Background: an optimization exercise with open tools, aiming at small area. Do not read the settings as production practice. At most, simulation tests tie the RTL to the original design; equivalence was not proved. Only the layout flow was run in run 4; the RTL was not checked for function there. Power is estimated from default activity; no workload was simulated.

$ cat design/flow/constraint.sdc
create_clock -name core_clock -period 12.0 [get_ports {clk}]
set_input_delay 2.4000 -clock core_clock [delete_from_list [all_inputs] [get_ports {clk}]]
set_output_delay 2.4000 -clock core_clock [all_outputs]
set_load 0.01 [all_outputs]
$ cat design/flow/design.v
module drover (
    input  logic        clk,
    input  logic        rst,             
    input  logic [6:0]  cfg_last,
    input  logic [6:0]  cfg_wrap_top,
    input  logic [6:0]  cfg_wrap_bottom,
    input  logic [5:0]  cfg_drive_count,   
    input  logic [3:0]  cfg_fix_count,     
    input  logic [2:0]  cfg_cue_count,     
    input  logic [5:0]  cfg_sense_count,   
    input  logic [3:0]  cfg_cue_pat1,
    input  logic [3:0]  cfg_cue_pat2,
    input  logic [3:0]  cfg_cue_pat3,
    input  logic [3:0]  cfg_dwell_n,
    input  logic        cfg_in_dir,
    input  logic        cfg_out_dir,
    input  logic [5:0]  cfg_in_frame,      
    input  logic [5:0]  cfg_out_frame,     
    input  logic        cfg_autopush,
    input  logic        cfg_autopull,
    input  logic [3:0]  cfg_frame,
    input  logic [15:0] cfg_edge_arm,      
    input  logic        cfg_bad_safe,
    input  logic [17:0] cfg_xpre,
    input  logic [17:0] cfg_ypre,
    input  logic [17:0] cfg_tper,
    input  logic [1:0]  ctrl,
    input  logic        wr_en,
    input  logic [2:0]  wr_word,
    input  logic [17:0] wr_data,
    input  logic [2:0]  rd_word,
    input  logic        rd_sched,
    output logic [17:0] rd_data,
    output logic [6:0]  imem_addr,
    input  logic [17:0] imem_data,
    input  logic [31:0] sense,
    input  logic        test_pin,
    output logic [31:0] drive_lvl,
    output logic [31:0] drive_oe,
    output logic [7:0]  fix_lvl,
    output logic [7:0]  fix_oe,
    output logic [3:0]  cue_lvl,
    output logic [3:0]  cue_oe,
    output logic        safe,
    output logic [1:0]  state,
    output logic [3:0]  cause,
    output logic [7:0]  flags,
    output logic [17:0] rx_overrun
);
    localparam logic [1:0] S_OFF = 2'd0, S_RUN = 2'd1, S_STOPPED = 2'd2, S_FAULT = 2'd3;
    localparam logic [1:0] Q_GOOD = 2'b00, Q_HELD = 2'b01, Q_FORCED = 2'b10, Q_BAD = 2'b11;
    logic [1:0]  st_q;
    logic [3:0]  cause_q;
    logic [6:0]  pc_q;
    logic [17:0] x_q, y_q, t_q, cnt_q;
    logic [17:0] xpre_q, ypre_q;
    logic [17:0] tpm1_q;             
    logic [35:0] sin_q, sout_q;
    logic [5:0]  sin_fill_q, sout_left_q;
    logic [3:0]  dwell_q;
    logic [17:0] txd0_q, txd1_q;
    logic        txnew_q;
    logic [1:0]  txq_q;
    logic [15:0] rxd0_q, rxd1_q;
    logic [1:0]  rxq_q;
    logic        rx_unread_q;
    logic [17:0] overrun_q;
    logic [15:0] emode_q;
    logic [7:0]  eflag_q, last_q;
    logic        override_q;
    logic [31:0] drive_lvl_q, drive_oe_q;
    logic [7:0]  fix_lvl_q, fix_oe_q;
    logic [3:0]  cue_q;
    logic [7:0]  flags_q;
    logic [31:0] sense_mask, drive_mask;
    logic [7:0]  fix_mask, edge_mask;
    logic [3:0]  cue_mask;
    always_comb begin
        for (int i = 0; i < 32; i++) sense_mask[i] = (cfg_sense_count > i);
        for (int i = 0; i < 32; i++) drive_mask[i] = (cfg_drive_count > i);
        for (int i = 0; i < 8; i++)  fix_mask[i]   = (cfg_fix_count > i);
        for (int i = 0; i < 4; i++)  cue_mask[i]   = (cfg_cue_count > i);
        edge_mask = sense_mask[7:0];
    end
    logic [3:0]  op;
    logic [1:0]  cue_sel;
    logic        dwell_bit;
    logic [10:0] args;
    logic [5:0]  n;
    logic [2:0]  dst;                 
    logic [3:0]  brc;                 
    assign op        = imem_data[17:14];
    assign cue_sel   = imem_data[13:12];
    assign dwell_bit = imem_data[11];
    assign args      = imem_data[10:0];
    assign n         = args[5:0];
    assign dst       = args[10:8];
    assign brc       = args[10:7];
    logic is_br, is_hold, is_shin, is_shout, is_latch, is_take, is_copy, is_put,
          is_step, is_edge, is_flag, is_halt, is_undef;
    always_comb begin
        is_br    = (op == 4'h0);
        is_hold  = (op == 4'h1);
        is_shin  = (op == 4'h2);
        is_shout = (op == 4'h3);
        is_latch = (op == 4'h4);
        is_take  = (op == 4'h5);
        is_copy  = (op == 4'h6);
        is_put   = (op == 4'h7);
        is_step  = (op == 4'h8);
        is_edge  = (op == 4'h9);
        is_flag  = (op == 4'hA);
        is_halt  = (op == 4'hB);
        is_undef = op[3] & op[2];
    end
    logic restart, run_cmd, run_now;
    logic wr_tx0, wr_tx1, wr_xpre, wr_ypre, wr_tper, wr_eclr;
    assign restart = (ctrl == 2'd3);
    assign run_cmd = (ctrl == 2'd2) && (st_q == S_STOPPED);
    assign run_now = restart || run_cmd || (st_q == S_RUN);
    assign wr_tx0  = wr_en && wr_word == 3'd0;
    assign wr_tx1  = wr_en && wr_word == 3'd1;
    assign wr_xpre = wr_en && wr_word == 3'd2 && !wr_data[16];
    assign wr_ypre = wr_en && wr_word == 3'd3 && !wr_data[16];
    assign wr_tper = wr_en && wr_word == 3'd4 && !wr_data[16];
    assign wr_eclr = wr_en && wr_word == 3'd6 && !wr_data[16];
    logic [17:0] x_r, y_r, t_r, xpre_w, ypre_w, tpm1_w, txd0_w, txd1_w;
    logic [35:0] sin_r, sout_r;
    logic [5:0]  fill_r, left_r;
    logic [6:0]  pc_r;
    logic [3:0]  dwell_r;
    logic [15:0] emode_r;
    logic        txnew_r, unread_r;
    logic [7:0]  eflag_r;
    logic [17:0] dec_in, dec_out;
    logic [18:0] dec_b;
    assign dec_in   = rst ? cfg_tper : {2'b00, wr_data[15:0]};
    assign dec_b[0] = 1'b1;
    for (genvar i = 0; i < 18; i++) begin : g_dec
        assign dec_b[i+1]  = dec_b[i] & ~dec_in[i];
        assign dec_out[i]  = (dec_in[i] ^ dec_b[i]) & ~dec_b[18];
    end
    logic [17:0] xpre_r, ypre_r;
    assign xpre_r  = rst ? cfg_xpre : xpre_q;
    assign ypre_r  = rst ? cfg_ypre : ypre_q;
    assign x_r     = (restart || rst) ? xpre_r : x_q;
    assign y_r     = (restart || rst) ? ypre_r : y_q;
    assign t_r     = restart ? tpm1_q : t_q;
    assign sin_r   = restart ? 36'd0 : sin_q;
    assign sout_r  = restart ? 36'd0 : sout_q;
    assign fill_r  = restart ? 6'd0 : sin_fill_q;
    assign left_r  = restart ? 6'd0 : sout_left_q;
    assign pc_r    = restart ? 7'd0 : pc_q;
    assign dwell_r = restart ? 4'd0 : dwell_q;
    assign emode_r = restart ? cfg_edge_arm : emode_q;
    assign xpre_w  = (wr_xpre && !rst) ? {2'b00, wr_data[15:0]} : xpre_r;
    assign ypre_w  = (wr_ypre && !rst) ? {2'b00, wr_data[15:0]} : ypre_r;
    assign tpm1_w  = wr_tper ? dec_out : tpm1_q;
    assign txd0_w  = wr_tx0 ? wr_data : txd0_q;
    assign txd1_w  = wr_tx1 ? wr_data : txd1_q;
    assign txnew_r = txnew_q | wr_tx0 | wr_tx1;
    assign unread_r = rx_unread_q & ~(rd_sched && rd_word == 3'd0);
    logic [7:0] eflag_e;      
    always_comb begin
        eflag_r = (restart ? 8'd0 : eflag_q) & ~(wr_eclr ? wr_data[7:0] : 8'd0);
        eflag_e = eflag_r;
        if (run_now)
            for (int i = 0; i < 8; i++)
                if (edge_mask[i] &&
                    ((emode_r[2*i]   && !last_q[i] &&  sense[i]) ||
                     (emode_r[2*i+1] &&  last_q[i] && !sense[i])))
                    eflag_e[i] = 1'b1;
    end
    logic idle0, exec, fault_op;
    assign idle0    = run_now && dwell_r == 4'd0;
    assign exec     = idle0 && !is_undef;
    assign fault_op = idle0 && is_undef;
    logic [2:0]  ssel;
    logic [35:0] src;
    logic [2:0]  sel3;
    logic [1:0]  rsel;
    logic [17:0] areg;
    assign sel3 = is_shin ? dst : args[5:3];
    always_comb begin
        if (is_step)     rsel = args[10:9];
        else if (is_br)  rsel = {1'b0, brc == 4'd3 || brc == 4'd4};
        else case (sel3)
            3'd1: rsel = 2'd0;
            3'd2: rsel = 2'd1;
            3'd5: rsel = 2'd2;
            default: rsel = 2'd3;
        endcase
        case (rsel)
            2'd0: areg = x_r;
            2'd1: areg = y_r;
            2'd2: areg = t_r;
            default: areg = cnt_q;
        endcase
    end
    assign ssel = is_hold ? 3'd0 : is_shout ? 3'd4 : sel3;
    always_comb begin
        case (ssel)
            3'd0: src = {4'd0, sense & sense_mask};
            3'd1, 3'd2, 3'd5: src = {18'd0, areg};
            3'd3: src = is_shin ? 36'd0 : sin_r;
            3'd4: src = is_shin ? {36{1'b1}} : sout_r;
            3'd6: src = is_shin ? {28'd0, eflag_e} : {18'd0, xpre_w};
            default: src = is_shin ? {18'd0, areg} : {18'd0, ypre_w};
        endcase
    end
    logic [35:0] m;                   
    logic        right;               
    logic [35:0] rev_src, rin, rot;
    logic [5:0]  k;
    logic sel_rev;
    logic [35:0] sel_sin, sel_src;
    assign right   = is_shin ? cfg_in_dir : cfg_out_dir;
    assign sel_rev = is_copy || is_hold;
    for (genvar i = 0; i < 36; i++) begin : g_rin
        assign m[i]       = (n > i);
        assign rev_src[i] = src[35-i];
        assign sel_sin[i] = is_shin && !(right && m[i]);
        assign sel_src[i] = !sel_rev && !sel_sin[i] && !(is_shout && right && m[i]);
        assign rin[i]     = (sel_rev && rev_src[i]) | (sel_sin[i] && sin_r[i]) | (sel_src[i] && src[i]);
    end
    always_comb begin
        if (is_hold) begin
            k = n;                        
        end else if (is_copy) begin
            if (dst == 3'd3 || dst == 3'd4)      k = 6'd0;
            else if (dst == 3'd0 || dst == 3'd6) k = cfg_drive_count;
            else                                 k = 6'd18;
        end else begin
            k = right ? 6'd36 - n : n;
        end
    end
    logic [35:0] r1, r2, r4, r8, r16;
    assign r1  = k[0] ? {rin[34:0], rin[35]}    : rin;
    assign r2  = k[1] ? {r1[33:0],  r1[35:34]}  : r1;
    assign r4  = k[2] ? {r2[31:0],  r2[35:32]}  : r2;
    assign r8  = k[3] ? {r4[27:0],  r4[35:28]}  : r4;
    assign r16 = k[4] ? {r8[19:0],  r8[35:20]}  : r8;
    assign rot = k[5] ? {r16[3:0],  r16[35:4]}  : r16;
    logic [35:0] neg_src;
    logic [36:0] neg_any;
    assign neg_any[0] = 1'b0;
    for (genvar i = 0; i < 36; i++) begin : g_neg
        assign neg_any[i+1] = neg_any[i] | src[i];
        assign neg_src[i]   = src[i] ^ neg_any[i];
    end
    logic [17:0] add_a, add_b, sum;
    logic [18:0] add_c;
    logic        add_co, sum_zero;
    always_comb begin
        add_a = areg;
        if (is_step) begin
            add_b = {{9{args[8]}}, args[8:0]};
        end else begin
            case (brc)
                4'd1, 4'd3: add_b = 18'd0;
                4'd2, 4'd4: add_b = {18{1'b1}};
                default:    add_b = ~y_r;
            endcase
        end
    end
    assign add_c[0] = !is_step && (brc == 4'd5 || brc == 4'd15);
    for (genvar i = 0; i < 18; i++) begin : g_add
        assign sum[i]     = add_a[i] ^ add_b[i] ^ add_c[i];
        assign add_c[i+1] = (add_a[i] & add_b[i]) | (add_c[i] & (add_a[i] ^ add_b[i]));
    end
    assign add_co   = add_c[18];
    assign sum_zero = (sum == 18'd0);
    logic [6:0] fill_sum;
    logic [5:0] fill_after, left_after;
    logic       fill_ge, left_zero;
    always_comb begin
        fill_sum = {1'b0, fill_r} + {1'b0, n};
        if (exec && is_shin)
            fill_after = (fill_sum >= 7'd36) ? 6'd36 : fill_sum[5:0];
        else if (exec && is_copy && dst == 3'd3)
            fill_after = 6'd36;
        else
            fill_after = fill_r;
        if (exec && is_shout)
            left_after = (left_r > n) ? left_r - n : 6'd0;
        else if (exec && is_copy && dst == 3'd4)
            left_after = cfg_out_frame;
        else
            left_after = left_r;
        fill_ge   = (fill_after >= cfg_in_frame);
        if (exec && is_shout)
            left_zero = (left_r <= n);
        else if (exec && is_copy && dst == 3'd4)
            left_zero = (cfg_out_frame == 6'd0);
        else
            left_zero = (left_r == 6'd0);
    end
    logic t_zero, cond, hold_v, hold_ok, shout_fault, ok, done, jump;
    logic [6:0] jump_pc;
    logic [18:0] tb;
    logic [17:0] t_dec;
    assign tb[0] = 1'b1;
    for (genvar i = 0; i < 18; i++) begin : g_tdec
        assign tb[i+1]  = tb[i] & ~t_r[i];
        assign t_dec[i] = t_r[i] ^ tb[i];
    end
    assign t_zero = tb[18];
    always_comb begin
        case (brc)
            4'd0:  cond = 1'b1;
            4'd1, 4'd3, 4'd5: cond = sum_zero;
            4'd2, 4'd4: cond = !sum_zero;
            4'd6:  cond = test_pin;
            4'd7:  cond = !test_pin;
            4'd8:  cond = fill_ge;
            4'd9:  cond = left_zero;
            4'd10: cond = eflag_e[0];
            4'd11: cond = eflag_e[1];
            4'd12: cond = t_zero;
            4'd13: cond = (txq_q == Q_BAD);
            4'd14: cond = txnew_r;
            default: cond = !add_co;
        endcase
        case (dst)
            3'd0: hold_v = rot[35];
            3'd1: hold_v = test_pin;
            3'd2: hold_v = eflag_e[args[2:0]];
            3'd3: hold_v = t_zero;
            3'd4: hold_v = flags_q[args[2:0]];
            3'd5: hold_v = fill_ge;
            3'd6: hold_v = left_zero;
            default: hold_v = 1'b0;
        endcase
        hold_ok     = (hold_v == args[7]);
        shout_fault = is_shout && dst == 3'd6 && (shout_v[6:0] > cfg_last);
        ok          = exec && !shout_fault;
        done        = ok && !(is_hold && !hold_ok);
        jump        = (is_br && cond) || (is_shout && dst == 3'd6);
        jump_pc     = is_br ? args[6:0] : shout_v[6:0];
    end
    logic [35:0] wb, shout_v, shout_rest, use_src, use_rot;
    logic        use_inv, use_neg, use_imm, use_sum;
    assign use_inv = is_copy && args[7:6] == 2'd1;
    assign use_neg = is_copy && args[7:6] == 2'd3;
    assign use_imm = is_put;
    assign use_sum = is_step || is_br;
    for (genvar i = 0; i < 36; i++) begin : g_wb
        assign use_src[i] = (is_shin && !cfg_in_dir && m[i]) || (is_shout && cfg_out_dir && m[i]) ||
                            (is_copy && args[7:6] == 2'd0);
        assign use_rot[i] = (is_shin && !(!cfg_in_dir && m[i])) || (is_shout && !cfg_out_dir && m[i]) ||
                            (is_copy && args[7:6] == 2'd2);
        assign shout_v[i]    = m[i] && (cfg_out_dir ? src[i] : rot[i]);
        assign shout_rest[i] = rot[i] && !(!cfg_out_dir && m[i]);
        if (i < 8)
            assign wb[i] = (src[i] ? use_src[i] : use_inv) | (rot[i] & use_rot[i]) | (neg_src[i] & use_neg) |
                           (args[i] & use_imm) | (sum[i] & use_sum);
        else if (i < 18)
            assign wb[i] = (src[i] ? use_src[i] : use_inv) | (rot[i] & use_rot[i]) | (neg_src[i] & use_neg) |
                           (sum[i] & use_sum);
        else
            assign wb[i] = (src[i] ? use_src[i] : use_inv) | (rot[i] & use_rot[i]) | (neg_src[i] & use_neg);
    end
    logic x_we, y_we, t_we, cnt_we, sin_we, sout_sh, sout_cp, dl_we, doe_we;
    always_comb begin
        x_we   = exec && ((is_step && args[10:9] == 2'd0) || (is_br && brc == 4'd2) ||
                        ((is_shout || is_copy || is_put) && dst == 3'd1));
        y_we   = exec && ((is_step && args[10:9] == 2'd1) || (is_br && brc == 4'd4) ||
                        ((is_shout || is_copy || is_put) && dst == 3'd2));
        t_we   = exec && ((is_step && args[10:9] == 2'd2) || ((is_shout || is_copy) && dst == 3'd5) ||
                        (is_put && dst == 3'd4));
        cnt_we = exec && ((is_step && args[10:9] == 2'd3) || ((is_shout || is_copy) && dst == 3'd7) ||
                        (is_put && dst == 3'd5));
        sin_we  = exec && (is_shin || (is_copy && dst == 3'd3));
        sout_sh = exec && is_shout && !shout_fault;
        sout_cp = exec && is_copy && dst == 3'd4;
        dl_we   = exec && (is_shout || is_copy) && dst == 3'd0;
        doe_we  = exec && ((is_shout && dst == 3'd4) || (is_copy && dst == 3'd6));
    end
    logic [31:0] dmask;
    assign dmask = drive_mask & (is_shout ? m[31:0] : 32'hFFFF_FFFF);
    logic [18:0] ovr_c;
    logic [17:0] ovr_inc;
    assign ovr_c[0] = 1'b1;
    for (genvar i = 0; i < 18; i++) begin : g_ovr
        assign ovr_c[i+1] = ovr_c[i] & overrun_q[i];
        assign ovr_inc[i] = overrun_q[i] ^ (ovr_c[i] & ~ovr_c[18]);
    end
    logic        latch_en, latch_exp, latch_clr, take_en;
    logic [35:0] sin_after;
    logic [31:0] edata;
    logic [1:0]  worst;
    always_comb begin
        sin_after = sin_we ? wb : sin_r;
        latch_en  = ok && (is_latch || (cfg_autopush && fill_ge));
        latch_exp = latch_en && !(is_latch && args[8]);
        latch_clr = latch_en && !(is_latch && args[7]);
        edata     = cfg_in_dir ? sin_after[35:4] : sin_after[31:0];
        take_en   = ok && (is_take ? !(args[10] && !txnew_r)
                                   : (cfg_autopull && left_zero && txnew_r));
        worst[0]  = txd0_w[16] | txd1_w[16];
        worst[1]  = (txd0_w[17:16] == Q_BAD) || (txd1_w[17:16] == Q_BAD) ||
                    (!txd0_w[16] && !txd1_w[16] && (txd0_w[17] || txd1_w[17]));
    end
    logic [1:0]  st_d;
    logic [3:0]  cause_d;
    logic [6:0]  pc_d;
    logic [17:0] t_d;
    logic [3:0]  dwell_d;
    logic [7:0]  eflag_clr, flags_d;
    logic [15:0] emode_d;
    always_comb begin
        st_d    = (restart || run_cmd) ? S_RUN : st_q;
        cause_d = (restart || run_cmd) ? 4'd0 : cause_q;
        if (fault_op) begin
            st_d = S_FAULT;  cause_d = {2'b10, op[1:0]};
        end else if (exec && shout_fault) begin
            st_d = S_FAULT;  cause_d = 4'd4;
        end else if (done && is_halt) begin
            st_d = S_STOPPED;  cause_d = 4'd1;
        end
        if (ctrl == 2'd1 && st_q == S_RUN && !fault_op && !(exec && shout_fault)) begin
            st_d = S_STOPPED;  cause_d = 4'd2;
        end
        if (done)
            pc_d = jump ? jump_pc : (pc_r == cfg_wrap_top) ? cfg_wrap_bottom : pc_r + 7'd1;
        else
            pc_d = pc_r;
        if (run_now && dwell_r != 4'd0)
            dwell_d = dwell_r - 4'd1;
        else if (done && dwell_bit)
            dwell_d = cfg_dwell_n;
        else
            dwell_d = dwell_r;
        if (t_we)
            t_d = wb[17:0];
        else if (t_zero)
            t_d = tpm1_w;
        else
            t_d = t_dec;
        eflag_clr = 8'd0;
        emode_d   = emode_r;
        if (exec && is_br && cond && brc == 4'd10) eflag_clr[0] = 1'b1;
        if (exec && is_br && cond && brc == 4'd11) eflag_clr[1] = 1'b1;
        if (exec && is_hold && hold_ok && args[7] && dst == 3'd2) eflag_clr[args[2:0]] = 1'b1;
        if (exec && is_edge)
            for (int i = 0; i < 8; i++)
                if (args[i]) begin
                    if (dst == 3'd0 || dst == 3'd2 || dst == 3'd3 || dst == 3'd4)
                        eflag_clr[i] = 1'b1;
                    if (dst == 3'd1 || dst == 3'd2 || dst == 3'd3 || dst == 3'd4)
                        emode_d[2*i +: 2] = dst[1:0] - 2'd1;
                end
        flags_d = flags_q;
        if (exec && is_flag && args[10:9] != 2'd3)
            flags_d[args[2:0]] = (args[10:9] == 2'd0) ? 1'b1 :
                                 (args[10:9] == 2'd1) ? 1'b0 : ~flags_q[args[2:0]];
        if (exec && is_hold && hold_ok && args[7] && dst == 3'd4)
            flags_d[args[2:0]] = 1'b0;
    end
    always_ff @(posedge clk) begin
        x_q    <= (x_we && !rst) ? wb[17:0] : x_r;
        y_q    <= (y_we && !rst) ? wb[17:0] : y_r;
        xpre_q <= xpre_w;
        ypre_q <= ypre_w;
    end
    always_ff @(posedge clk) begin
        if (rst) begin
            st_q <= S_RUN;         cause_q <= 4'd0;        pc_q <= 7'd0;
            cnt_q <= 18'd0;
            t_q <= dec_out;
            tpm1_q <= dec_out;
            sin_q <= 36'd0;        sout_q <= 36'd0;
            sin_fill_q <= 6'd0;    sout_left_q <= 6'd0;
            dwell_q <= 4'd0;
            txd0_q <= 18'd0;       txd1_q <= 18'd0;        txnew_q <= 1'b0;    txq_q <= Q_GOOD;
            rxd0_q <= 16'd0;       rxd1_q <= 16'd0;        rxq_q <= Q_BAD;
            rx_unread_q <= 1'b0;   overrun_q <= 18'd0;
            emode_q <= cfg_edge_arm;  eflag_q <= 8'd0;     last_q <= 8'd0;
            override_q <= 1'b0;
            drive_lvl_q <= 32'd0;  drive_oe_q <= 32'd0;
            fix_lvl_q <= 8'd0;     fix_oe_q <= 8'd0;
            cue_q <= cfg_cue_pat1; flags_q <= 8'd0;
        end else begin
            st_q    <= st_d;
            cause_q <= cause_d;
            pc_q    <= pc_d;
            t_q     <= t_d;
            cnt_q   <= cnt_we ? wb[17:0] : cnt_q;
            tpm1_q  <= tpm1_w;
            sin_q      <= latch_clr ? 36'd0 : sin_after;
            sin_fill_q <= latch_clr ? 6'd0 : fill_after;
            sout_q     <= take_en ? (cfg_out_dir ? {cfg_frame, txd1_w[15:0], txd0_w[15:0]}
                                                 : {txd1_w[15:0], txd0_w[15:0], cfg_frame})
                        : sout_sh ? shout_rest
                        : sout_cp ? wb
                        : sout_r;
            sout_left_q <= take_en ? cfg_out_frame : shout_fault ? left_r : left_after;
            dwell_q    <= dwell_d;
            txd0_q  <= txd0_w;
            txd1_q  <= txd1_w;
            txnew_q <= take_en ? 1'b0 : txnew_r;
            if (take_en) begin
                txq_q <= worst;
                if (worst == Q_BAD) begin
                    if (cfg_bad_safe) override_q <= 1'b1;
                end else begin
                    override_q <= 1'b0;
                end
            end
            if (latch_exp) begin
                rxd0_q <= edata[15:0];
                rxd1_q <= edata[31:16];
                rxq_q  <= (is_latch ? args[10:9] : 2'd0);
                if (unread_r) overrun_q <= ovr_inc;
            end
            rx_unread_q <= latch_exp ? 1'b1 : unread_r;
            emode_q <= exec && is_edge ? emode_d : emode_r;
            eflag_q <= eflag_e & ~eflag_clr;
            for (int i = 0; i < 8; i++)
                if (run_now && edge_mask[i]) last_q[i] <= sense[i];
            if (dl_we)  drive_lvl_q <= (drive_lvl_q & ~dmask) | (wb[31:0] & dmask);
            if (doe_we) drive_oe_q  <= (drive_oe_q & ~dmask)  | (wb[31:0] & dmask);
            if (exec && is_put && dst == 3'd0) fix_lvl_q <= (fix_lvl_q & ~fix_mask) | (args[7:0] & fix_mask);
            if (exec && is_put && dst == 3'd3) fix_oe_q  <= (fix_oe_q & ~fix_mask)  | (args[7:0] & fix_mask);
            if (ok && cue_sel != 2'd0)
                cue_q <= (cue_sel == 2'd1) ? cfg_cue_pat1 : (cue_sel == 2'd2) ? cfg_cue_pat2 : cfg_cue_pat3;
            flags_q <= flags_d;
        end
    end
    logic [1:0] q_reg, q_rx;
    always_comb begin
        if (st_q == S_FAULT) begin
            q_reg = Q_BAD;  q_rx = Q_BAD;
        end else if (st_q == S_RUN) begin
            q_reg = Q_GOOD;
            if (rxq_q == Q_BAD)                     q_rx = Q_BAD;
            else if (rxq_q == Q_HELD || !rx_unread_q) q_rx = Q_HELD;
            else                                    q_rx = rxq_q;
        end else begin
            q_reg = Q_HELD;
            q_rx  = (rxq_q == Q_BAD) ? Q_BAD : Q_HELD;
        end
        case (rd_word)
            3'd0: rd_data = {q_rx, rxd0_q};
            3'd1: rd_data = {q_rx, rxd1_q};
            3'd2: rd_data = {q_reg, x_q[15:0]};
            3'd3: rd_data = {q_reg, y_q[15:0]};
            3'd4: rd_data = {q_reg, t_q[15:0]};
            3'd5: rd_data = {Q_GOOD, st_q, pc_q, txq_q, txnew_q, rx_unread_q, override_q, 2'b00};
            3'd6: rd_data = {q_reg, last_q, eflag_q};
            default: rd_data = {q_reg, cnt_q[15:0]};
        endcase
    end
    assign imem_addr  = pc_q;
    assign drive_lvl  = drive_lvl_q;
    assign drive_oe   = drive_oe_q;
    assign fix_lvl    = fix_lvl_q;
    assign fix_oe     = fix_oe_q;
    assign cue_oe     = (st_q == S_RUN || st_q == S_STOPPED) ? cue_mask : 4'd0;
    assign cue_lvl    = cue_q & cue_oe;
    assign safe       = (st_q == S_FAULT) || override_q;
    assign state      = st_q;
    assign cause      = cause_q;
    assign flags      = flags_q;
    assign rx_overrun = overrun_q;
endmodule
$ cat design/flow/standard.sh
#!/bin/bash
# synth_recipe.tcl (not shown) runs the flow's synth.tcl, then flattens the netlist and writes it again
# the make line also repeats each setting of config.mk as NAME=value (left out here)
make -C /OpenROAD-flow-scripts/flow DESIGN_CONFIG=/design/flow/config.mk WORK_HOME=/design/flow/orfs CLKGATE_MAP_FILE= SYNTH_SCRIPT=/design/flow/synth_recipe.tcl "${@:-finish}"
$ cat design/flow/flow/run.sh
#!/bin/bash
# The standard layout (standard.sh), with two changes: synthesis maps the
# logic with an area-oriented ABC script (flow/abc_area.script) in place of
# ORFS's, and the port buffers are the smallest buffer, buf_1. Everything
# else, registers included, is the standard synthesis and layout.
set -euo pipefail
rm -rf synth_scripts
cp -r "$FLOW_HOME/scripts" synth_scripts
cp flow/abc_area.script synth_scripts/abc_area.script
bash standard.sh SCRIPTS_DIR="$PWD/synth_scripts" synth > synth.log 2>&1
bash standard.sh BUFFER_PORTS_ARGS="-buffer_cell sky130_fd_sc_hd__buf_1" > layout.log 2>&1
$ cat design/flow/flow/abc_area.script
strash
&get -n
&fraig -x
&put
scorr
dc2
strash
&get -n
&dc2
&dch -f
&nf -R 1000
&st
&dch -f
&nf -R 1000
&put
topo
stime -c
$ cat design/flow/config.mk
export PLATFORM = sky130hd
export DESIGN_NAME = drover
export DESIGN_NICKNAME = drover
export VERILOG_FILES = /design/flow/design.v
export SDC_FILE = /design/flow/constraint.sdc
export NUM_CORES = 4
export LEC_CHECK = 0
export ABC_AREA = 1
export CAP_MARGIN = 20
export CORE_MARGIN = 2
export CORE_UTILIZATION = 35
export CTS_BUF_LIST = sky130_fd_sc_hd__clkbuf_4
export PLACE_DENSITY = 0.55
export SLEW_MARGIN = 20
==> impl_metrics.tcl, run 1 <==
set metrics [dict create \
    groute.usage.overall_pct 40.19 \
    slew_headroom_pct 17.69 \
    p_per_area_nw_per_um2 134.5 \
    holdBufCountCts 0 \
    worst_setup_path_end_kind "register" \
    initialDrtViolationCount 5487 \
    cts-root-buf "clkbuf_4" \
    core_um2 86890 \
    synthFlopType "dfxtp_1" \
    place_area_um2 37860 \
    wl_per_cell_um 29.58 \
    htree_levels 4 \
    synthToLayoutAreaGrowth_pct 28.71 \
    row_count 108 \
    mappedNetlistArea_um2 30760 \
    start_kind "primary input" \
    fin_nets 5446 \
    setup_viol_count_final 0 \
    seqPwrFrac_pct 31.9 \
    async_flop_share_pct 0 \
    avgSynthCellArea_um2 7.397 \
    portBuffers 373 \
    hold_path_end "rxd0_q[10]" \
    cts_made_buffers 136 \
    cp_slowest_cell "nor3_1" \
    cts_sinks 444 \
    gp_congestion 1.047 \
    drt-total-wl_um 187600 \
    rsz0062_at_grt "false" \
    hp-class "register to register" \
    clk_pin_slew_ns 0.06 \
    tightest_slew_ns 1.235 \
    seq_area_um2 8929 \
    status "timing/DRC/antenna clean" \
    die_area_um2 90260 \
    dp_cells 6107 \
    max_freq_mhz 85.74 \
    multi_input_area_um2 22430 \
    clockBufferDepth 3 \
    synth.distinct_cells 68 \
    reg2reg_depth 53 \
    ff2ff_setup_slack_ns 2.46 \
    die_y_um 300.4 \
    antenna_found_initial 14 \
    drc_errors 0 \
    cp.arrival_ns 12.65 \
    sw_frac_of_total_pct 42.34 \
    cts_tree "built" \
    worstHoldStart "rxd0_q[10]" \
    yosysWarnings 1 \
    synth_edf_count 4 \
    peakVddDrop_mv 0.1031 \
    drtPass1Iterations 9 \
    min_path_cells 2 \
    rr_startpoint "st_q[1]" \
    vias 40063 \
    slew_viol_final 0 \
    path_class "primary input to register" \
    stdcell_count 6342 \
    viasPerCell 6.317 \
    grt_pass1_wl_um 263800 \
    place_ws_ns -0.7200 \
    syn_nets 4513 \
    setup_slack_ns 0.3366 \
    grt_pass1_vias 37297 \
    p_sw_mw 2.254 \
    crit_fanout 12 \
    dieWidth_um 300.4 \
    grt_overflow 0 \
    max_cap_violations 0 \
    hold_viol_final 0 \
    clkLatencyLatePin_ns 1.14 \
    min_period_ns 11.66 \
    postSynthCellCount 4158 \
    start_util_pct 35.40 \
    power_frac_comb_pct 39.1 \
    p_clk_share_pct 29.0 \
    synth.area.top_cells "dfxtp_1, a21oi_1, nor2_1" \
    fin_worst_skew_ns 0.1207 \
    netlist.top_cell.by_area "dfxtp_1" \
    final_area_um2 39590 \
    p_leak_nw 14.93 \
    p_int_mw 3.070 \
    crit_top_cell "fa_2" \
    p_total_mw 5.324 \
    ant_nets 0 \
    yosys_register_bits 444 \
    yosysSeqAreaShare_pct 29.03 \
    nFillCells 9216 \
    synthTopCellsByCount "nor2_1, a21oi_1, nand2_1" \
    synth_top_area_share_pct 28.64 \
    crit_required_ns 12.98 \
    drive_gt1_share_pct 14.58 \
    grt_max_degree 139 \
    dp_hpwl_um 146500 \
    cpPeakStageDelay_ns 0.65 \
    period_share_pct 97.19 \
    boundaryPins 374 \
    synthMostInstantiatedCell "nor2_1" \
    fin_setup_tns_ns 0 \
    worstReg2RegEnd "rxd1_q[14]" \
]
==> per-stage QoR <==
step	hold slack, ns	utilization, %
final	0.4535	45.56
after CTS	0.4522	45.49
after global placement	0.4411	43.57
after detailed placement	0.4449	43.57
after global routing	0.4757	45.55
after floorplan	0.4252	-
==> cell families (layout without fill, tap and decap cells) <==
logic type / Yosys count / after routing / synth area share [%]
AO/OA/AOI/OAI: 1628 / 1628 / 32.85
multiplexers: 253 / 253 / 8.372
AND/OR/NAND/NOR: 1598 / 1598 / 22.44
buffers and inverters: 87 / 1109 / 1.062
other: 0 / 7 / 0
flip-flops: 444 / 444 / 29.03
adder cells (fa/ha/maj): 127 / 127 / 5.655
XOR/XNOR: 21 / 21 / 0.5980
==> power by group through the flow <==
stage	clock, mW	sequential (mW)	combinational (mW)
finish	1.55	1.70	2.08
CTS	1.57	1.69	2.00
global route	1.64	1.70	2.18
floorplan	0	1.67	0.989
global placement	0	1.72	1.99
detailed placement	0	1.72	1.99
==> cell usage in the layout (no fill, tap or decap), drive strengths merged, types with 26 or more instances in the layout <==
| master | netlist | layout |
|---|---|---|
| nor3 | 134 | 134 |
| nand3 | 123 | 123 |
| clkbuf | 0 | 192 |
| and2 | 47 | 47 |
| mux2i | 219 | 219 |
| a31oi | 87 | 87 |
| a311oi | 56 | 56 |
| o211ai | 56 | 56 |
| o221ai | 26 | 26 |
| o22ai | 27 | 27 |
| dfxtp | 440 | 440 |
| a211oi | 79 | 79 |
| ha | 107 | 107 |
| and3 | 31 | 31 |
| nand2 | 479 | 479 |
| a222oi | 31 | 31 |
| o21ai | 440 | 440 |
| a221oi | 29 | 29 |
| nor2 | 650 | 650 |
| buf | 0 | 790 |
| clkinv | 87 | 115 |
| a22oi | 48 | 48 |
| a21oi | 531 | 531 |
| mux2 | 34 | 34 |
| a21o | 29 | 29 |
==> final cells by class <==
| type | instances | area share [%] |
|---|---|---|
| multi-input cells | 3627 | 56.67 |
| flip-flops and latches | 444 | 22.55 |
| repair buffers | 795 | 12.04 |
| well taps | 1155 | 3.651 |
| clock buffers | 187 | 3.546 |
| inverters | 87 | 0.8281 |
| clock inverters | 40 | 0.6669 |
| diodes | 7 | 0.04425 |
==> critical path: cells and delay by family <==
| kind | cells | cell delay [ns] |
|---|---|---|
| adders and majority gates | 17 | 5.61 |
| and+or+nand+nor | 10 | 1.81 |
| AOI/OAI and AO/OA | 8 | 1.43 |
| buffers and inverters | 10 | 1.38 |
==> metal layers <==
metal  part of all wire, %  vias to the layer above  GRT usage, %
met3                    11                      613         11.26
met1                    39                    18862         51.12
met2                    42                     2713         59.76
met5                 0.029                        -             0
met4                   7.0                        8         25.36
li1                      -                    17867             -
==> how the worst max path moves through the flow <==
stage | start | to | slack [ns]
2_1_floorplan | imem_data[14] | pc_q[0] | -1.38
3_3_place_gp | imem_data[15] | pc_q[4] | -0.64
3_5_place_dp | imem_data[15] | pc_q[3] | -0.72
4_1_cts | imem_data[15] | pc_q[3] | 0.37
5_1_grt | imem_data[15] | pc_q[4] | 0.01
6_report | imem_data[15] | pc_q[3] | 0.34
==> repair_timing <==
action	4_1_cts	5_1_grt
setup endpoints to repair	0	9
buffers inserted	0	1
gates resized for setup	0	8
==> run 2: changes to the inputs <==
--- a/design/flow/flow/abc_area.script
+++ b/design/flow/flow/abc_area.script
@@ -16,2 +16,5 @@
 topo
 stime -c
+buffer -c
+upsize -c
+dnsize -c
--- a/design/flow/config.mk
+++ b/design/flow/config.mk
@@ -7,4 +7,5 @@
 export LEC_CHECK = 0
 export ABC_AREA = 1
+export ABC_CLOCK_PERIOD_IN_PS = 9000
 export CAP_MARGIN = 20
 export CORE_MARGIN = 2
==> run 2 against run 1 <==
- clock power about the same
- routed wire length increased by 13%
- fmax is 0.55% lower
- largest power group unchanged
- highest routed layer unchanged
- still clean
- critical endpoint is now pc_q[5]
- total power rose by 2.0%
- clock skew down 0.031 ns
==> impl_metrics.tcl, run 2 <==
set metrics [dict create \
    boundaryPins 374 \
    netlist.top_cell.by_area "dfxtp_1" \
    row_count 111 \
    drtPass1Iterations 12 \
    die_y_um 308.6 \
    cts-root-buf "clkbuf_4" \
    p_sw_mw 2.359 \
    clkLatencyLatePin_ns 1.12 \
    path_class "primary input to register" \
    viasPerCell 6.302 \
    multi_input_area_um2 22240 \
    place_area_um2 37940 \
    seq_area_um2 8929 \
    core_um2 91800 \
    dp_cells 6238 \
    hold_viol_final 0 \
    synthFlopType "dfxtp_1" \
    synth.area.top_cells "dfxtp_1, a21oi_1, nor2_1" \
    p_int_mw 3.071 \
    gp_congestion 1.081 \
    vias 40853 \
    cts_sinks 444 \
    slew_headroom_pct 15.23 \
    dp_hpwl_um 168400 \
    seqPwrFrac_pct 31.3 \
    async_flop_share_pct 0 \
    initialDrtViolationCount 5885 \
    layout_commonest_cell "nor2_1" \
    antenna_found_initial 25 \
    yosysWarnings 1 \
    cts_tree "built" \
    max_freq_mhz 85.27 \
    htree_levels 4 \
    holdBufCountCts 0 \
    fin_worst_skew_ns 0.09011 \
    p_total_mw 5.429 \
    cpPeakStageDelay_ns 0.44 \
    cts_made_buffers 136 \
    sw_frac_of_total_pct 43.44 \
    setup_viol_count_final 0 \
    drive_gt1_share_pct 16.51 \
    synth.distinct_cells 105 \
    synthTopCellsByCount "nor2_1, a21oi_1, nand2_1" \
    clk_pin_slew_ns 0.07 \
    yosys_register_bits 444 \
    groute.usage.overall_pct 43.26 \
    cp_slowest_cell "fa_2" \
    worstHoldStart "rxd0_q[10]" \
    avgSynthCellArea_um2 7.183 \
    synthToLayoutAreaGrowth_pct 22.65 \
    yosysSeqAreaShare_pct 27.49 \
    stdcell_count 6483 \
    cp.arrival_ns 12.76 \
    final_area_um2 39830 \
    portBuffers 373 \
    worst_setup_path_end_kind "register" \
    start_util_pct 35.37 \
    tightest_slew_ns 1.266 \
    p_leak_nw 15.63 \
    period_share_pct 97.73 \
    start_kind "primary input" \
    crit_required_ns 13.04 \
    synthMostInstantiatedCell "nor2_1" \
    synth_edf_count 4 \
    slew_viol_final 0 \
    die_area_um2 95230 \
    wl_per_cell_um 32.73 \
    grt_overflow 0 \
    hp-class "register to register" \
    syn_nets 4876 \
    max_cap_violations 0 \
    drc_errors 0 \
    p_per_area_nw_per_um2 136.3 \
    power_frac_comb_pct 40.3 \
    rsz0062_at_grt "true" \
    postSynthCellCount 4521 \
    nFillCells 9816 \
    peakVddDrop_mv 0.09408 \
    final_cell_mix "nor2_1, a21oi_1, nand2_1" \
    p_clk_share_pct 28.5 \
    mappedNetlistArea_um2 32470 \
    drt-total-wl_um 212200 \
    synth_top_area_share_pct 27.12 \
    grt_pass1_vias 37482 \
    dieWidth_um 308.6 \
    worst_hold_slack_ns 0.4575 \
    clockBufferDepth 3 \
    min_period_ns 11.73 \
    rr_startpoint "st_q[1]" \
    status "timing/DRC/antenna clean" \
    crit_fanout 5 \
    fin_setup_tns_ns 0 \
    grt_pass1_wl_um 289700 \
    ant_nets 0 \
    grt_max_degree 82 \
    cp-startpoint "imem_data[14]" \
    fin_nets 5499 \
    crit_top_cell "fa_2" \
]
-- run 2: layout make-up --
class                   instances  share of cell area, %
multi-input cells            3628                  55.84
flip-flops and latches        444                  22.42
repair buffers                847                  12.83
well taps                    1243                  3.905
clock buffers                 183                  3.449
inverters                      87                 0.8199
clock inverters                39                 0.6629
diodes                         12                0.07540
-- run 2: path summary, 6_finish.rpt --
| kind | endpoint | slack (ns) | cells past startpoint |
|---|---|---|---|
| setup / recovery | pc_q[5] | 0.27 | 46 |
| hold / removal | rxd0_q[10] | 0.46 | 2 |
| setup reg to reg | rxd1_q[14] | 1.46 | 52 |
| hold reg to reg | rxd0_q[10] | 0.46 | 2 |
-- run 2: metal layers --
metal	vias up	global-route usage [%]	part of all wire [%]
li1	17920	-	-
met1	19609	56.90	40
met2	2697	62.12	41
met3	611	13.59	12
met4	16	24.69	6.8
met5	-	0	0.053
-- run 2: per-stage QoR --
| stage | worst slack [ns] | util (%) |
|---|---|---|
| 3_5_place_dp | -0.8605 | 41.33 |
| 6_report | 0.2721 | 43.39 |
| 2_1_floorplan | 0.03692 | - |
| 5_1_grt | -0.1502 | 43.37 |
| 4_1_cts | 0.2665 | 43.11 |
| 3_3_place_gp | -0.7572 | 41.33 |
-- run 2: timing repair --
| item | in CTS | in global routing |
|---|---|---|
| buffers inserted | 0 | 12 |
| setup endpoints to repair | 0 | 12 |
| resized for setup | 0 | 37 |
-- run 2: power by group through the flow --
stage | clock [mW] | combinational [mW] | sequential [mW]
final | 1.55 | 2.19 | 1.70
after global routing | 1.63 | 2.26 | 1.70
after CTS | 1.55 | 2.06 | 1.69
after detailed placement | 0 | 2.05 | 1.72
after global placement | 0 | 2.06 | 1.72
after floorplan | 0 | 1.04 | 1.67
-- run 2: logic make-up after synthesis --
| logic type | share of synthesized area, % |
|---|---|
| compound gates | 31.68 |
| xor+xnor | 0.5664 |
| fa+ha+maj | 5.356 |
| buf+inv | 5.402 |
| flops | 27.49 |
| mux | 7.929 |
| simple gates | 21.57 |
-- run 2: worst max-delay path, delay by kind of cell --
| family | cells | cell delay, ns |
|---|---|---|
| AO/OA/AOI/OAI | 9 | 1.54 |
| buffers and inverters | 9 | 0.91 |
| AND/OR/NAND/NOR | 10 | 1.82 |
| adder cells (fa/ha/maj) | 18 | 6.08 |
==> run 3: changes to the inputs <==
==> design/flow/flow/run.sh (replaced) <==
#!/bin/bash
# The standard layout (standard.sh), with two changes:
#  - synthesis maps the logic with an area-oriented ABC script
#    (flow/abc_area.script) in place of ORFS's; the registers are the
#    standard synthesis's, and flow/regnames.py gives the few that the
#    standard synthesis names by number (those that drive ports) the same
#    names, pairing them by the net they drive;
#  - the port buffers are the smallest buffer, buf_1.
# Each tool's output goes to a log of its own in this folder.
set -euo pipefail
R="$PWD/orfs/results/$FLOW_PLATFORM/drover/base"

# 1. the standard synthesis, kept for its register names
bash standard.sh synth > synth_standard.log 2>&1
cp "$R/1_2_yosys.v" standard_1_2_yosys.v

# 2. the same synthesis with the area-oriented ABC script
rm -rf synth_scripts
cp -r "$FLOW_HOME/scripts" synth_scripts
cp flow/abc_area.script synth_scripts/abc_area.script
rm -f "$R/1_2_yosys.v" "$R/1_2_yosys.sdc" "$R/1_synth.odb" "$R/1_synth.sdc"
bash standard.sh SCRIPTS_DIR="$PWD/synth_scripts" synth > synth_area.log 2>&1
cp "$R/1_2_yosys.v" area_1_2_yosys.v

# 3. the standard synthesis's register names; if the registers cannot be
#    paired, lay out the standard synthesis instead
if python3 flow/regnames.py standard_1_2_yosys.v area_1_2_yosys.v named_1_2_yosys.v > regnames.log 2>&1; then
  cp named_1_2_yosys.v "$R/1_2_yosys.v"
else
  cp standard_1_2_yosys.v "$R/1_2_yosys.v"
fi
touch "$R/1_2_yosys.v"

# 4. the rest of the standard layout
bash standard.sh BUFFER_PORTS_ARGS="-buffer_cell sky130_fd_sc_hd__buf_1" > layout.log 2>&1
==> design/flow/flow/abc_area.script (replaced) <==
strash
&get -n
&fraig -x
&put
scorr
dc2
strash
&get -n
&dc2
&dch -f
&nf -R 1000
&st
&dch -f
&nf -R 1000
&put
topo
stime -c
==> design/flow/flow/regnames.py (new file) <==
#!/usr/bin/env python3
"""Give the registers of an alternative synthesis netlist the names the
standard synthesis gave them, pairing each register by the net its Q drives.

usage: regnames.py STANDARD.v MINE.v OUT.v
Exits non-zero if the two netlists' registers cannot be paired one to one
with the same cell types.
"""
import re, sys

CELL = re.compile(r'^(\s*)(sky130_fd_sc_hd__\w+)\s+(\S+)\s*\(\s*$')

def cells(lines):
    """yield (line index, type, name, {pin: net}) for each cell instance"""
    i = 0
    while i < len(lines):
        m = CELL.match(lines[i])
        if m:
            pins = {}
            j = i + 1
            while not lines[j].strip().startswith(');'):
                pm = re.match(r'\s*\.(\w+)\((.*)\),?\s*$', lines[j])
                if pm:
                    pins[pm.group(1)] = pm.group(2).strip()
                j += 1
            yield i, m.group(2), m.group(3), pins
            i = j
        i += 1

def is_ff(t):
    return 'df' in t.split('__')[1]

std = open(sys.argv[1]).read().split('\n')
mine = open(sys.argv[2]).read().split('\n')

std_ff = {}
for _, t, n, p in cells(std):
    if is_ff(t):
        std_ff[p['Q']] = (t, n)
mine_cells = list(cells(mine))
mine_ff = {p['Q']: (i, t, n) for i, t, n, p in mine_cells if is_ff(t)}

if set(std_ff) != set(mine_ff):
    sys.exit('register Q nets differ: %d standard, %d mine' % (len(std_ff), len(mine_ff)))
for q, (t, n) in std_ff.items():
    if mine_ff[q][1] != t:
        sys.exit('register on %s: type %s, standard %s' % (q, mine_ff[q][1], t))

def set_name(i, old, new):
    m = CELL.match(mine[i])
    assert m.group(3) == old
    mine[i] = '%s%s %s (' % (m.group(1), m.group(2), new)

targets = {n for t, n in std_ff.values()}
used = {n for _, _, n, _ in mine_cells}
k = 0
# move other cells off the names the registers need
for i, t, n, p in mine_cells:
    if n in targets and not (is_ff(t) and std_ff[p['Q']][1] == n):
        while True:
            k += 1
            fresh = '_rn%d_' % k
            if fresh not in used and fresh not in targets:
                break
        set_name(i, n, fresh)
        used.add(fresh)
renamed = 0
for q, (i, t, n) in mine_ff.items():
    want = std_ff[q][1]
    if n != want:
        m = CELL.match(mine[i])
        set_name(i, m.group(3), want)
        renamed += 1
open(sys.argv[3], 'w').write('\n'.join(mine))
print('paired %d registers, renamed %d' % (len(std_ff), renamed))
==> design/flow/config.mk (replaced) <==
export PLATFORM = sky130hd
export DESIGN_NAME = drover
export DESIGN_NICKNAME = drover
export VERILOG_FILES = /design/flow/design.v
export SDC_FILE = /design/flow/constraint.sdc
export NUM_CORES = 4
export LEC_CHECK = 0
export ABC_AREA = 1
export CAP_MARGIN = 10
export CORE_MARGIN = 2
export CORE_UTILIZATION = 35
export CTS_BUF_LIST = sky130_fd_sc_hd__clkbuf_8
export GPL_TIMING_DRIVEN = 0
export PLACE_DENSITY = 0.55
export SLEW_MARGIN = 10
==> run 3 against run 2 <==
- the layout now fails its checks (negative setup slack)
- register-to-register slack improved by 0.06 ns
- combinational power decreased by 11%
- sequential share of layout area increased by 0.29 points
- hold slack got worse by 0.0022 ns
- routed wire length decreased by 14%
- synthesized cell count decreased by 8.0%
- clock power increased by 7%
- fmax decreased by 2.6%
- count of clock-buffer cells in the layout decreased by 70
- largest cell class unchanged
==> impl_metrics.tcl, run 3 <==
set metrics [dict create \
    synth_edf_count 4 \
    place_ws_ns -4.302 \
    drive_gt1_share_pct 11.03 \
    syn_nets 4513 \
    crit_family "adder cells" \
    groute.usage.overall_pct 38.38 \
    synth.distinct_cells 68 \
    yosysSeqAreaShare_pct 29.03 \
    synthTopCellsByCount "nor2_1, a21oi_1, nand2_1" \
    setup_viol_count_final 3 \
    layout_commonest_cell "nor2_1" \
    period_share_pct 100.4 \
    synth_top_area_share_pct 28.64 \
    synthFlopType "dfxtp_1" \
    seqPwrFrac_pct 32.0 \
    mappedNetlistArea_um2 30760 \
    avgSynthCellArea_um2 7.397 \
    worstReg2RegEnd "overrun_q[14]" \
    drt-total-wl_um 181900 \
    hold_viol_final 0 \
    max_freq_mhz 83.02 \
    p_int_mw 3.097 \
    cts_sinks 444 \
    slew_headroom_pct 5.969 \
    yosysWarnings 1 \
    crit_top_cell "fa_2" \
    die_area_um2 90260 \
    synthToLayoutAreaGrowth_pct 27.84 \
    synth.area.top_cells "dfxtp_1, a21oi_1, nor2_1" \
    postSynthCellCount 4158 \
    die_y_um 300.4 \
    crit_required_ns 12.71 \
    setup_slack_ns -0.04536 \
    grt_pass1_wl_um 253500 \
    cp.depth 44 \
    p_per_area_nw_per_um2 135.0 \
    boundaryPins 374 \
    fin_worst_skew_ns 0.05955 \
    cp-startpoint "imem_data[10]" \
    rr_startpoint "st_q[1]" \
    cts_made_buffers 85 \
    fin_nets 5136 \
    gp_congestion 1.009 \
    portBuffers 373 \
    power_frac_comb_pct 36.7 \
    cpPeakStageDelay_ns 0.43 \
    hp-class "register to register" \
    endpoint "pc_q[3]" \
    initialDrtViolationCount 5478 \
    p_leak_nw 14.30 \
    cts_tree "built" \
    cts-root-buf "clkbuf_8" \
    viasPerCell 6.456 \
    max_cap_violations 0 \
    rsz0062_at_grt "true" \
    grt_pass1_vias 35465 \
    start_util_pct 35.40 \
    path_class "primary input to register" \
    clk_pin_slew_ns 0.06 \
    stdcell_count 6018 \
    slew_viol_final 0 \
    netlist.top_cell.by_area "dfxtp_1" \
    core_um2 86890 \
    synthMostInstantiatedCell "nor2_1" \
    worst_setup_path_end_kind "register" \
    wl_per_cell_um 30.23 \
    antenna_found_initial 14 \
    status "finished with violations" \
    peakVddDrop_mv 0.08692 \
    grt_max_degree 62 \
    dieWidth_um 300.4 \
    p_sw_mw 2.212 \
    drtPass1Iterations 9 \
    cp_slowest_cell "or3_4" \
    async_flop_share_pct 0 \
    grt_overflow 0 \
    start_kind "primary input" \
    row_count 108 \
    clkLatencyLatePin_ns 0.79 \
    p_clk_share_pct 31.3 \
    vias 38850 \
    ff2ff_setup_slack_ns 1.52 \
    reg2reg_depth 42 \
    clockBufferDepth 3 \
    min_period_ns 12.05 \
    drc_errors 0 \
    htree_levels 3 \
    violations "negative setup slack" \
    dp_hpwl_um 135200 \
    sw_frac_of_total_pct 41.66 \
    ant_nets 0 \
    final_cell_mix "nor2_1, a21oi_1, nand2_1" \
    crit_fanout 28 \
    tightest_slew_ns 1.399 \
    dp_cells 5780 \
    cp_num_buf_inv 9 \
    yosys_register_bits 444 \
    worst_hold_slack_ns 0.4553 \
    cp.arrival_ns 12.75 \
]
-- run 3: cell count changes in the layout (fill, tap and decap cells not counted), moves of 42 or more --
cell      before  now
clkinv_1      26   72
clkbuf_4     184    3
inv_1         81   22
clkbuf_8       0  113
buf_4        460   75
and2_1        46    3
and2_0         1   43
-- run 3: how the worst min path moves through the flow --
stage | startpoint | endpoint | slack [ns] | cells past startpoint
final | rxd1_q[9] | rxd1_q[9] | 0.46 | 2
after floorplan | rxd0_q[12] | rxd0_q[12] | 0.43 | 2
after global placement | rxd0_q[3] | rxd0_q[3] | 0.44 | 2
after detailed placement | rxd1_q[9] | rxd1_q[9] | 0.45 | 2
after CTS | rxd1_q[9] | rxd1_q[9] | 0.45 | 2
after global routing | rxd1_q[9] | rxd1_q[9] | 0.48 | 2
-- run 3: metrics by stage --
| stage | power (mW) | util (%) | cell area, um^2 | TNS [ns] |
|---|---|---|---|---|
| after floorplan | 2.656 | - | 31420 | -48.71 |
| after global placement | 3.451 | 39.44 | 34270 | - |
| after detailed placement | 3.486 | 41.61 | 36150 | -444.45 |
| after CTS | 5.193 | 44.64 | 38790 | -0.8643 |
| after global routing | 5.471 | 45.23 | 39300 | -1.128 |
| final | 5.308 | 45.25 | 39320 | -0.08155 |
-- run 3: per-layer routing --
| layer | part of all wire (%) | global-route usage (%) | vias up |
|---|---|---|---|
| met5 | 0.0044 | 0 | - |
| met4 | 7.2 | 23.04 | 2 |
| met3 | 12 | 10.97 | 585 |
| met2 | 42 | 57.23 | 2553 |
| met1 | 39 | 48.99 | 18514 |
| li1 | - | - | 17196 |
-- run 3: worst reg2reg max path: cells and delay by family (launching register included) --
kind            cells  cell delay, ns
xor+xnor            1            0.13
simple gates       24            4.65
mux                 1            0.37
fa+ha+maj           2            0.68
flops               1            0.79
compound gates     14            3.76
-- run 3: timing repair --
action                                  in CTS  in global routing
hold buffers                                 0                  0
buffers inserted                            27                 30
endpoints found under the setup margin     205                 37
resized for setup                          106                 58
endpoints found under the hold margin        0                  0
gates cloned                                 9                  4
pin swaps                                   26                 20
-- run 3: area by class of cell --
type	instances	area, um^2
Antenna cell	13	32.53
Tap cell	1155	1445
Inverter	87	362.8
Multi-Input combinational cell	3634	23050
Fill cell	9048	47570
Timing Repair Buffer	529	3672
Clock buffer	113	1555
Sequential cell	444	8929
Clock inverter	43	271.5
-- run 3: power groups by stage --
stage	Combinational [mW]	Clock, mW	Sequential (mW)
6_report	1.95	1.66	1.70
5_1_grt	2.03	1.74	1.70
4_1_cts	1.84	1.67	1.69
3_5_place_dp	1.77	0	1.72
3_3_place_gp	1.73	0	1.72
2_1_floorplan	0.989	0	1.67
-- run 3: logic make-up (layout without fill, tap and decap cells) --
kind of cell / after synthesis / count (layout) / share of synthesized area (%)
other cells: 0 / 13 / 0
simple gates: 1598 / 1602 / 22.44
buf+inv: 87 / 772 / 1.062
xor+xnor: 21 / 21 / 0.5980
mux: 253 / 253 / 8.372
compound gates: 1628 / 1631 / 32.85
flops: 444 / 444 / 29.03
fa+ha+maj: 127 / 127 / 5.655
==> run 4: changes to the inputs <==
--- a/design/flow/design.v
+++ b/design/flow/design.v
@@ -244,8 +244,16 @@
     logic [35:0] neg_src;
     logic [36:0] neg_any;
-    assign neg_any[0] = 1'b0;
+    logic [6:0] neg_blk;
+    assign neg_blk[0] = 1'b0;
+    for (genvar b = 0; b < 6; b++) begin : g_negb
+        assign neg_blk[b+1] = neg_blk[b] | (|src[6*b +: 6]);
+        assign neg_any[6*b] = neg_blk[b];
+        for (genvar j = 1; j < 6; j++) begin : g_bit
+            assign neg_any[6*b+j] = neg_any[6*b+j-1] | src[6*b+j-1];
+        end
+    end
+    assign neg_any[36] = neg_blk[6];
     for (genvar i = 0; i < 36; i++) begin : g_neg
-        assign neg_any[i+1] = neg_any[i] | src[i];
-        assign neg_src[i]   = src[i] ^ neg_any[i];
+        assign neg_src[i] = src[i] ^ neg_any[i];
     end
     logic [17:0] add_a, add_b, sum;
@@ -264,8 +272,19 @@
         end
     end
+    logic [17:0] add_p, add_g;
+    logic [2:0]  blk_p;
+    assign add_p = add_a ^ add_b;
+    assign add_g = add_a & add_b;
     assign add_c[0] = !is_step && (brc == 4'd5 || brc == 4'd15);
-    for (genvar i = 0; i < 18; i++) begin : g_add
-        assign sum[i]     = add_a[i] ^ add_b[i] ^ add_c[i];
-        assign add_c[i+1] = (add_a[i] & add_b[i]) | (add_c[i] & (add_a[i] ^ add_b[i]));
+    for (genvar b = 0; b < 3; b++) begin : g_addb
+        logic [6:0] c;
+        assign c[0] = add_c[6*b];
+        for (genvar j = 0; j < 6; j++) begin : g_bit
+            assign sum[6*b+j] = add_p[6*b+j] ^ c[j];
+            assign c[j+1]     = add_g[6*b+j] | (add_p[6*b+j] & c[j]);
+            if (j > 0) assign add_c[6*b+j] = c[j];
+        end
+        assign blk_p[b]      = &add_p[6*b +: 6];
+        assign add_c[6*b+6]  = blk_p[b] ? add_c[6*b] : c[6];
     end
     assign add_co   = add_c[18];
@@ -339,4 +358,5 @@
         jump_pc     = is_br ? args[6:0] : shout_v[6:0];
     end
+    logic [17:0] wbr;
     logic [35:0] wb, shout_v, shout_rest, use_src, use_rot;
     logic        use_inv, use_neg, use_imm, use_sum;
@@ -352,12 +372,9 @@
         assign shout_v[i]    = m[i] && (cfg_out_dir ? src[i] : rot[i]);
         assign shout_rest[i] = rot[i] && !(!cfg_out_dir && m[i]);
+        assign wb[i] = (src[i] ? use_src[i] : use_inv) | (rot[i] & use_rot[i]) | (neg_src[i] & use_neg);
         if (i < 8)
-            assign wb[i] = (src[i] ? use_src[i] : use_inv) | (rot[i] & use_rot[i]) | (neg_src[i] & use_neg) |
-                           (args[i] & use_imm) | (sum[i] & use_sum);
+            assign wbr[i] = wb[i] | (args[i] & use_imm) | (sum[i] & use_sum);
         else if (i < 18)
-            assign wb[i] = (src[i] ? use_src[i] : use_inv) | (rot[i] & use_rot[i]) | (neg_src[i] & use_neg) |
-                           (sum[i] & use_sum);
-        else
-            assign wb[i] = (src[i] ? use_src[i] : use_inv) | (rot[i] & use_rot[i]) | (neg_src[i] & use_neg);
+            assign wbr[i] = wb[i] | (sum[i] & use_sum);
     end
     logic x_we, y_we, t_we, cnt_we, sin_we, sout_sh, sout_cp, dl_we, doe_we;
@@ -433,5 +450,5 @@
             dwell_d = dwell_r;
         if (t_we)
-            t_d = wb[17:0];
+            t_d = wbr;
         else if (t_zero)
             t_d = tpm1_w;
@@ -459,6 +476,6 @@
     end
     always_ff @(posedge clk) begin
-        x_q    <= (x_we && !rst) ? wb[17:0] : x_r;
-        y_q    <= (y_we && !rst) ? wb[17:0] : y_r;
+        x_q    <= (x_we && !rst) ? wbr : x_r;
+        y_q    <= (y_we && !rst) ? wbr : y_r;
         xpre_q <= xpre_w;
         ypre_q <= ypre_w;
@@ -486,5 +503,5 @@
             pc_q    <= pc_d;
             t_q     <= t_d;
-            cnt_q   <= cnt_we ? wb[17:0] : cnt_q;
+            cnt_q   <= cnt_we ? wbr : cnt_q;
             tpm1_q  <= tpm1_w;
             sin_q      <= latch_clr ? 36'd0 : sin_after;
==> design/flow/flow/abc_area.script (replaced) <==
strash
&get -n
&fraig -x
&put
scorr
dc2
strash
&get -n
&deepsyn -T 60
&put
dch -f
amap
topo
stime -c
==> design/flow/config.mk (replaced) <==
export PLATFORM = sky130hd
export DESIGN_NAME = drover
export DESIGN_NICKNAME = drover
export VERILOG_FILES = /design/flow/design.v
export SDC_FILE = /design/flow/constraint.sdc
export NUM_CORES = 4
export LEC_CHECK = 0
export ABC_AREA = 1
export CAP_MARGIN = 20
export CORE_MARGIN = 2
export CORE_UTILIZATION = 35
export CTS_BUF_LIST = sky130_fd_sc_hd__clkbuf_4
export PLACE_DENSITY = 0.55
export SLEW_MARGIN = 20
==> run 4 against run 3 <==
- still fails the layout checks on negative setup slack
- combinational power decreased by 7%
- critical path depth increased by 6
- count of clock-buffer cells in the layout increased by 73
- setup slack improved by 0.0088 ns
- design area decreased by 6.6%
- routed wire length decreased by 2.9%
- final cell count decreased by 1.6%
- synthesized area decreased by 6.4%
- sequential share of layout area increased by 1.6 points
- register-to-register slack improved by 0.45 ns
- clock power decreased by 7%
- clock skew increased by 0.048 ns
==> impl_metrics.tcl, run 4 <==
set metrics [dict create \
    status "finished with violations" \
    violations "negative setup slack" \
    drc_errors 0 \
    clkLatencyLatePin_ns 1.05 \
    ff2ff_setup_slack_ns 1.97 \
    hp-class "register to register" \
    rr_startpoint "ypre_q[0]" \
    avgSynthCellArea_um2 7.455 \
    async_flop_share_pct 0 \
    stdcell_count 5922 \
    synth_compound_area_share_pct 37.88 \
    synthTopCellsByCount "nor2_1, clkinv_1, dfxtp_1" \
    synthFlopType "dfxtp_1" \
    crit_top_cell "fa_2" \
    hold_path_end "cause_q[0]" \
    top_layer "met5" \
    gp_congestion 1.072 \
    rsz0062_at_grt "true" \
    cts_made_buffers 133 \
    dp_cells 5672 \
    final_cell_mix "nor2_1, clkinv_1, dfxtp_1" \
    antenna_found_initial 11 \
    peakVddDrop_mv 0.08561 \
    postSynthCellCount 3862 \
    clockBufferDepth 3 \
    vias 37746 \
    fin_setup_tns_ns -0.07148 \
    synthToLayoutAreaGrowth_pct 27.59 \
    cp.arrival_ns 12.89 \
    crit_fanout 6 \
    synth_edf_count 4 \
    initialDrtViolationCount 5344 \
    grt_pass1_vias 35407 \
    slew_headroom_pct 18.01 \
    p_leak_nw 13.22 \
    htree_levels 4 \
    synth_top_area_share_pct 30.59 \
    yosysSeqAreaShare_pct 31.01 \
    synthAdderAreaFrac_pct 6.605 \
    netlist.top_cell.by_area "dfxtp_1" \
    worstReg2RegEnd "pc_q[2]" \
    met2_length_um 73810 \
    portBuffers 373 \
    drtPass1Iterations 7 \
    fin_worst_skew_ns 0.1076 \
    layout_commonest_cell "nor2_1" \
    die_y_um 290.8 \
    worst_setup_path_end_kind "register" \
    route.met3.wl_um 22250 \
    groute.usage.overall_pct 40.14 \
    syn_nets 4230 \
    synth.area.top_cells "dfxtp_1, nor2_1, o21ai_0" \
    yosys_register_bits 444 \
    fin_nets 5116 \
    worstHoldStart "cause_q[0]" \
    synth_top_family_by_area "compound AO/OA/AOI/OAI gates" \
    start_kind "primary input" \
    clk_pin_slew_ns 0.06 \
    synthMostInstantiatedCell "nor2_1" \
    mappedNetlistArea_um2 28790 \
    grt_pass1_wl_um 248800 \
    cp_slowest_cell "fa_1" \
    drt-total-wl_um 176700 \
    cts_tree "built" \
    tightest_slew_ns 1.225 \
    ant_nets 0 \
    period_share_pct 100.3 \
    hold_viol_final 0 \
    drive_gt1_share_pct 14.06 \
    cpPeakStageDelay_ns 0.45 \
    max_freq_mhz 83.08 \
    synth.distinct_cells 55 \
    reg2reg_depth 41 \
    grt_overflow 0 \
    start_util_pct 35.24 \
    synth_mux_area_share_pct 0 \
    worst_hold_slack_ns 0.4723 \
    dieWidth_um 290.8 \
    dp_hpwl_um 141600 \
    setup_viol_count_final 3 \
    grt_max_degree 63 \
    row_count 105 \
    p_per_area_nw_per_um2 136.0 \
    wl_met1_um 70260 \
    max_cap_violations 0 \
    cts-root-buf "clkbuf_4" \
    min_period_ns 12.04 \
    cts_sinks 444 \
    viasPerCell 6.374 \
    boundaryPins 374 \
    die_area_um2 84580 \
    wl_per_cell_um 29.84 \
    utilization_pct 44.95 \
    holdBufCountCts 0 \
    synthXorXnorAreaFrac_pct 0 \
    path_class "primary input to register" \
    setup_slack_ns -0.03661 \
    synth-simple-area-share_pct 18.06 \
    core_um2 81720 \
    yosysWarnings 1 \
    slew_viol_final 0 \
    min_path_cells 2 \
    crit_required_ns 12.86 \
]
==> run 4: changes by cell type after synthesis, moves of 80 or more <==
cell      before  now
clkinv_1      87  494
mux2i_1      219    0
o22a_1         4  110
nand2_1      479  248
nand3_1      123   43
o221ai_1      26  133
a21oi_1      531  213
o22ai_1       27  269
==> run 4: what timing repair did <==
action                                  CTS  global route
endpoints found under the setup margin    9             9
pin swaps                                10             8
gates resized for setup                  19            43
buffers inserted                          4             9
==> run 4: cells by family (layout without fill, tap and decap cells) <==
family	count (synthesis)	in the layout
flops	444	444
compound gates	1598	1598
fa+ha+maj	140	140
other cells	0	10
buf+inv	494	1474
simple gates	1186	1186
==> run 4: cell type report <==
class | count | area (um^2)
antenna | 10 | 25.02
clock buffer | 186 | 1396
clock inverter | 43 | 280.3
fill | 8647 | 44980
inverter | 494 | 1961
multi-input combinational | 2924 | 18450
sequential | 444 | 8929
tap | 1070 | 1339
timing repair buffer | 751 | 4354
==> run 4: worst max-delay path: cells and delay by family <==
kind                       cells  cell delay, ns
and+or+nand+nor               14            2.15
adders and majority gates     17            5.93
buffers and inverters         10            1.08
AOI/OAI and AO/OA              9            1.32
==> run 4: how the worst max path moves through the flow <==
stage                       start  endpoint  cells past startpoint
floorplan           imem_data[17]   pc_q[2]                     46
global placement    imem_data[17]   pc_q[2]                     49
detailed placement   imem_data[9]   pc_q[2]                     48
CTS                 imem_data[14]   pc_q[2]                     50
global route         imem_data[8]   pc_q[2]                     50
finish               imem_data[8]   pc_q[2]                     50
==> run 4: report_power, final <==
| part | switching (mW) | internal (mW) | total (mW) | leakage, nW |
|---|---|---|---|---|
| clock network | 0.770 | 0.767 | 1.54 | 0.988 |
| logic | 1.20 | 0.610 | 1.81 | 8.59 |
| registers | 0.0822 | 1.57 | 1.65 | 3.64 |
| total | 2.05 | 2.95 | 5.00 | 13.2 |
==> run 4: layer usage <==
metal | up-vias | GRT usage (%)
li1 | 16581 | -
met1 | 17990 | 52.30
met2 | 2674 | 59.24
met3 | 499 | 11.70
met4 | 2 | 22.24
met5 | - | 0
==> run 4: metrics by stage <==
| stage | area, um^2 | total power, mW | worst slack (ns) |
|---|---|---|---|
| global placement | 34770 | 3.402 | -1.344 |
| global route | 36720 | 5.171 | -0.2770 |
| finish | 36740 | 4.997 | -0.03661 |
| detailed placement | 34770 | 3.385 | -1.505 |
| floorplan | 29120 | 2.529 | -0.7282 |
| CTS | 36550 | 4.918 | 0.0003908 |

==> static timing again, ports no longer ideal <==
The results above use ideal ports. As a check the final layouts listed here were re-extracted and re-timed, cells and wires unchanged. Step 1 assumes that a clkbuf_16 drives the clock port and a buf_2 every other input. Step 2 times the ports against the registers' clock, not the clock port: input delays grow and output delays shrink by t, the midpoint of the rising clock arrivals with the driver on. Slacks: ideal / step 1 / step 2; pairs: ideal / step 1.
run | shift t [ns] | setup WS [ns] | worst setup path at the end | worst register clock-pin slew, ns | worst slew at a driven data input, ns
run 1 | 1.141 | 0.337 / 0.375 / -0.765 | input to register | 0.08 / 0.08 | 0.10
run 2 | 1.143 | 0.272 / 0.296 / -0.847 | input to register | 0.08 / 0.08 | 0.23
run 3 | 0.835 | -0.045 / -0.017 / -0.852 | input to register | 0.07 / 0.07 | 0.10
run 4 | 1.066 | -0.037 / 0.009 / -1.057 | input to register | 0.08 / 0.08 | 0.08
With both steps, setup timing fails in run 1 and run 2, where it was met with ideal ports. The setup slack of run 2, which loses most, moves by +0.024 ns with the drivers and by -1.119 ns with both steps.
